From an optimization exercise on the open Yosys and OpenROAD flow, aimed at small area, a short achievable clock period and few clock cycles; shortcuts taken in it are not production practice.
No run shown here included a check of the RTL's function; only the layout flow was run.
Power figures rest on the tool's default switching activity, not on a simulated workload.

==> flow/design.v (outline; a module is shown in full before it is edited, if it fits) <==
// module pass_comparator: 211 lines
// module int_check: 10 lines
// module mod_step: 7 lines
// module crc64_step: 1583 lines
// module crc_x2: 3 lines
// module crc_xn2: 3 lines
module pass_comparator (
    input  wire        clk,
    input  wire        rst,
    input  wire        start,
    input  wire        coded,
    input  wire [1:0]  trap,
    input  wire [1:0]  trap_tag,
    input  wire [7:0]  p_len,
    input  wire [7:0]  k_len,
    output wire        ready,
    output reg         rd_en,
    output wire [6:0]  rd_addr,
    input  wire [63:0] p_value,
    input  wire [19:0] p_lii,
    input  wire [1:0]  p_tag,
    input  wire [63:0] k_value,
    input  wire [19:0] k_lii,
    input  wire [1:0]  k_tag,
    output reg         done,
    output reg  [3:0]  verdict,
    output wire [7:0]  word,
    output wire [63:0] sig
);
  // ...
==> flow/run.sh <==
#!/bin/bash
# synth_recipe.tcl (not shown) runs the flow's synth.tcl, then flattens the netlist and writes it again
# the make line also repeats each setting of config.mk as NAME=value (left out here)
make -C /OpenROAD-flow-scripts/flow DESIGN_CONFIG=/design/flow/config.mk WORK_HOME=/design/flow/orfs CLKGATE_MAP_FILE= SYNTH_SCRIPT=/design/flow/synth_recipe.tcl finish
==> flow/config.mk <==
export PLATFORM = sky130hd
export DESIGN_NAME = pass_comparator
export DESIGN_NICKNAME = pass_comparator
export VERILOG_FILES = /design/flow/design.v
export SDC_FILE = /design/flow/constraint.sdc
export NUM_CORES = 4
export LEC_CHECK = 0
export CAP_MARGIN = 20
export CORE_MARGIN = 2
export CORE_UTILIZATION = 40
export SLEW_MARGIN = 20
export SYNTH_HIERARCHICAL = 1
==> flow/constraint.sdc <==
create_clock -name core_clock -period 70.0 [get_ports {clk}]
set_input_delay 14.0000 -clock core_clock [delete_from_list [all_inputs] [get_ports {clk}]]
set_output_delay 14.0000 -clock core_clock [all_outputs]
set_load 0.01 [all_outputs]
==> notes.md, run 1 <==
mapped cell area=22900 um2; final setup fails=0; DIE WIDTH=243 um; uppermost routed layer=met4; I/O Buffers=281; number of sequential cells=116; Yosys reg bits=116; Largest cell class=multi-input combinational cells; WP data required=70.33 ns; outcome=complete, no violations; DP Worst Slack=47.39 ns; ys flop type=dfxtp_1; Repair and plain buffers=411; largest family of logic cells by synthesized area=XOR/XNOR gates; critical path launch point type=input pin; Longest Clk Path Bufs=2; GR Util All Layers=0.395; root buffer cell=clkbuf_16; met3 GRT Util=0.0564; # H-tree levels=4; Slowest cell on crit path=clkdlybuf4s50_1; placed insts=3879; WHS Endpoint=chk_valid$_SDFF_PP0_; DRT Pass-1 Iters=9; worst vdd rail ir drop=0.0000193 V; Most flops, register=ncrc; final hold viol count=0; # IOs=282; Worst Setup EP=a[6]$_SDFFCE_PN0P_; largest registers=ncrc x64, r x17, n x8; grt peak-use layer=met2; commonest non-fill, non-tap cells in the layout=xor2_1 (993), clkdlybuf4s50_1 (279), xnor2_1 (199); met2 usage=0.639; P_leak=0.0113 uW; fin. max-slew vios=0; first-pass GRT wire length=168 mm; CTS sink cnt=116; GR Util met1=0.482; n_taps=756; # rows=87; worst hold margin=0.537 ns; Critical R2R Capture=ncrc[56]$_SDFF_PN0_
==> run 2: changes to the inputs <==
==> flow/flow/run.sh (new file) <==
#!/bin/bash
# The standard layout (standard.sh), with every input and output port
# buffered by a plain buffer cell instead of the one buffer_ports picks itself.
set -euo pipefail
bash standard.sh synth > synth.log 2>&1
BUFFER_PORTS_ARGS="-buffer_cell sky130_fd_sc_hd__buf_1" bash standard.sh > layout.log 2>&1
==> flow/standard.sh (new file) <==
#!/bin/bash
# synth_recipe.tcl (not shown) runs the flow's synth.tcl, then flattens the netlist and writes it again
# the make line also repeats each setting of config.mk as NAME=value (left out here)
make -C /OpenROAD-flow-scripts/flow DESIGN_CONFIG=/design/flow/config.mk WORK_HOME=/design/flow/orfs CLKGATE_MAP_FILE= SYNTH_SCRIPT=/design/flow/synth_recipe.tcl "${@:-finish}"
removed: flow/run.sh
==> run 2 against run 1 <==
Synthesized cell count did not move; sequential share of layout area rose by 0.62 points; worst setup slack improved by 0.38 ns; largest cell class unchanged; via count fell by 1.7%; non-clock buffer count rose by 27; total power fell by 1.9%; global-route usage fell by 1.6 points; still clean on timing, DRC and antenna; first-iteration DRC count rose by 11%.
==> notes.md, run 2 <==
outcome=complete, no violations; fin worst setup slack=47.98 ns; first-pass GRT wire length=161 mm (-4.4%); hold depth=2; # nets final=3409; Seq pwr share=0.131; most numerous cell in the Yosys netlist=xor2_1; Critical R2R Capture=ncrc[59]$_SDFF_PN0_; Area Growth Syn to Fin=13.8%; largest registers=ncrc x64, r x17, n x8; Slowest cell on crit path=and3b_1; drt total wl=115 mm; Seq/Total Area, Yosys=0.120; hold path startpoint=rd_en$_SDFFE_PP0P_; Post-synth EDFFs=43; Power Density=21.0 nW/um2; Hold Path Class=register to register; critical path launch point type=input pin; reg2reg start=ncrc[22]$_SDFF_PN0_; DRT Pass-1 Iters=9 (unchanged); Mapped Cells=2867; drt drc=0; CTS tree=yes; GR Util All Layers=0.379 (-0.0160); skew final=0.0231 ns; Inserted Diodes=0; # H-tree levels=4 (unchanged); Synth area leaders=xor2_1 (39%), xnor2_1 (7.6%), dfxtp_1 (6.4%); CTS-repair resized insts=0; number of DRC markers in iteration 0=3148; Crit. End Element=register; drt wl/cell=29.3 um; Final Cycle Share=0.315; Most flops, register=ncrc; Die Ht=243 um; DR vias=23200; I/O Buffers=281 (unchanged); Netlist cell types=99; final hold viol count=0 (unchanged); Clock power frac=0.170; Die ar.=59100 um2; Initial Util=0.405; post-synth top area share=0.388; DIE WIDTH=243 um (unchanged); clock latency at the later pin of the worst-skew pair=0.49 ns; max cap viols=0; TNS Setup=0 ns; Critical Path Fanout Max=69; max reg flops=64; GPL Wtd Cong=1.06; Synth Warn #=7; unrepaired setup endpoints after global routing=no; CTS buffer count=17; root buffer cell=clkbuf_16; Synth top cells by count=xor2_1 (1012), xnor2_1 (199), nand2_1 (181); HPWL Detailed=89.8 mm; fin. max-slew vios=0 (unchanged); max incr delay on CP=0.84 ns; crit-path leading delay family=simple AND/OR/NAND/NOR gates; maximum number of pins on one net before global-route repair=78; cell taking the most area after synthesis=xor2_1; mapped cell area=22900 um2 (unchanged); Sw Ratio=0.527; R2R setup slack=65.41 ns; Crit path top cell by count=nor2_1; WHS Endpoint=chk_valid$_SDFF_PP0_; relative slew slack=0.216; Pint=258 uW; worst vdd rail ir drop=0.0000214 V (+11%); WP data required=70.35 ns (+0.02 ns); Psw=288 uW; Clock transition at path regs=0.06 ns; final setup fails=0 (unchanged); most common cell after layout, fill and taps aside=xor2_1; Longest Clk Path Bufs=2 (unchanged); # IOs=282 (unchanged); # rows=87 (unchanged); synthesized area per cell=7.97 um2; remaining global-route overflow=0; Crit Path Class=input pin to register; Core Box Area=56500 um2; FFs w/ async S/R, synth=0; Max Fclk=0.0454 GHz; Final ANT Viol Nets=0; post-route minimum period=22.02 ns; Worst EP arrival=22.37 ns; commonest non-fill, non-tap cells in the layout=xor2_1 (1000), buf_1 (277), xnor2_1 (199); Post-CTS Hold Buffers=0; Syn Nets=3107; postcts setup bufs=0; worst path bufs/invs=2; DP Worst Slack=47.65 ns (+0.262 ns); CTS sink cnt=116 (unchanged); r2r worst-path depth=9; Slew @ Worst Pin=1.17 ns; Combinational Power Share=0.699; vias in the first global route=21900; P_leak=0.0107 uW (-5.4%); share of cells above drive strength 1=0.0874; initial antenna violation count=0; ys flop type=dfxtp_1; Via-to-Cell Ratio=5.88; Yosys reg bits=116 (unchanged)
run 2: layer usage:
metal	track usage	vias up	part of all wire
met5	0	-	0
met4	0.273	0	0.085
met3	0.0552	403	0.082
met2	0.603	1429	0.44
met1	0.468	10900	0.39
li1	-	10500	-
run 2: kinds of logic (layout without fill, tap and decap cells):
group,after synthesis,count (layout),synth area share
buffers and inverters,232,547,0.0443
muxes,67,67,0.0321
DFF,116,116,0.120
and+or+nand+nor,727,727,0.171
xor gates and xnor gates,1215,1215,0.467
adders and majority gates,64,64,0.0335
AOI/OAI and AO/OA,446,446,0.132
run 2: worst max path at each step:
stage,start,to,slack (ns),cells past startpoint
global route,p_tag[0],a[6]$_SDFFCE_PN0P_,47.32,30
floorplan,p_value[23],a[6]$_SDFFCE_PN0P_,50.11,34
detailed placement,p_tag[0],a[6]$_SDFFCE_PN0P_,47.65,30
finish,p_tag[0],a[6]$_SDFFCE_PN0P_,47.98,30
global placement,p_tag[0],a[6]$_SDFFCE_PN0P_,47.70,30
CTS,p_tag[0],a[6]$_SDFFCE_PN0P_,48.13,30
run 2: layout make-up:
cell class                      instances  area, um2
Tap cell                              756        946
Clock buffer                           19        443
Fill cell                            5787      30500
Sequential cell                       116       2760
Clock inverter                         13        145
Inverter                               77        289
Multi-Input combinational cell       2519      19200
Timing Repair Buffer                  438       2240
run 2: worst reg2reg max path, cell delays in order, from the launching register on:
cell and delay (ns):
dfxtp_1 0.46, xor2_1 0.39, buf_4 0.25, xor2_1 0.60, xor2_1 0.73, xor2_1 0.85
xor2_1 0.22, xor2_1 0.23, xor2_1 0.53, and3_1 0.23
run 2: modules after synthesis (local to each module, per instance), excerpt:
module,flops+latches,times used,cells
pass_comparator,116,1,1297
crc_xn2,0,28,1
crc_x2,0,826,1
mod_step,0,1,134
int_check,0,1,582
run 2: per-stage QoR:
step                power, uW   util  instance area, um2  cells  hold WS, ns
floorplan                 315      -               22900   2867        0.486
finish                    546  0.461               26000   3938        0.532
detailed placement        443  0.450               25400   3906        0.510
CTS                       538  0.461               26000   3938        0.528
global route              565  0.461               26000   3938        0.560
global placement          447  0.450               25400   3906        0.493
run 2: power by group through the flow:
stage                     clock (uW)  sequential (uW)  combinational [uW]
after global routing            97.6             71.4                 396
final                           93.0             71.4                 382
after global placement             0             72.8                 374
after CTS                       94.6             71.4                 372
after detailed placement           0             72.8                 370
after floorplan                    0             72.7                 243

-- re-timing with driven ports --
In the flow no input, the clock included, has a driving cell. The finished layouts below were timed again as built, in two steps. Step 1: set_driving_cell puts a clkbuf_16 on clk and a buf_2 on each other input, an assumption about the parent block. Step 2 moves the port delays by t, midway between the first and last clock arrival at a register: inputs arrive t later, outputs are due t later. That takes back most of the time a late clock gives input paths. Three values: ideal, step 1, step 2; two values: the first two.
| run | shift t [ns] | setup WS [ns] | worst setup path after step 2 | worst slew at a driven data input, ns |
|---|---|---|---|---|
| run 1 | 0.522 | 47.597 / 47.619 / 47.097 | input to register | 0.06 |
| run 2 | 0.544 | 47.982 / 48.022 / 47.478 | input to register | 0.06 |
After both steps setup and hold are still met in every run listed. For run 2, which loses most, drivers alone change the setup slack by +0.040 ns; drivers and shift together by -0.504 ns.
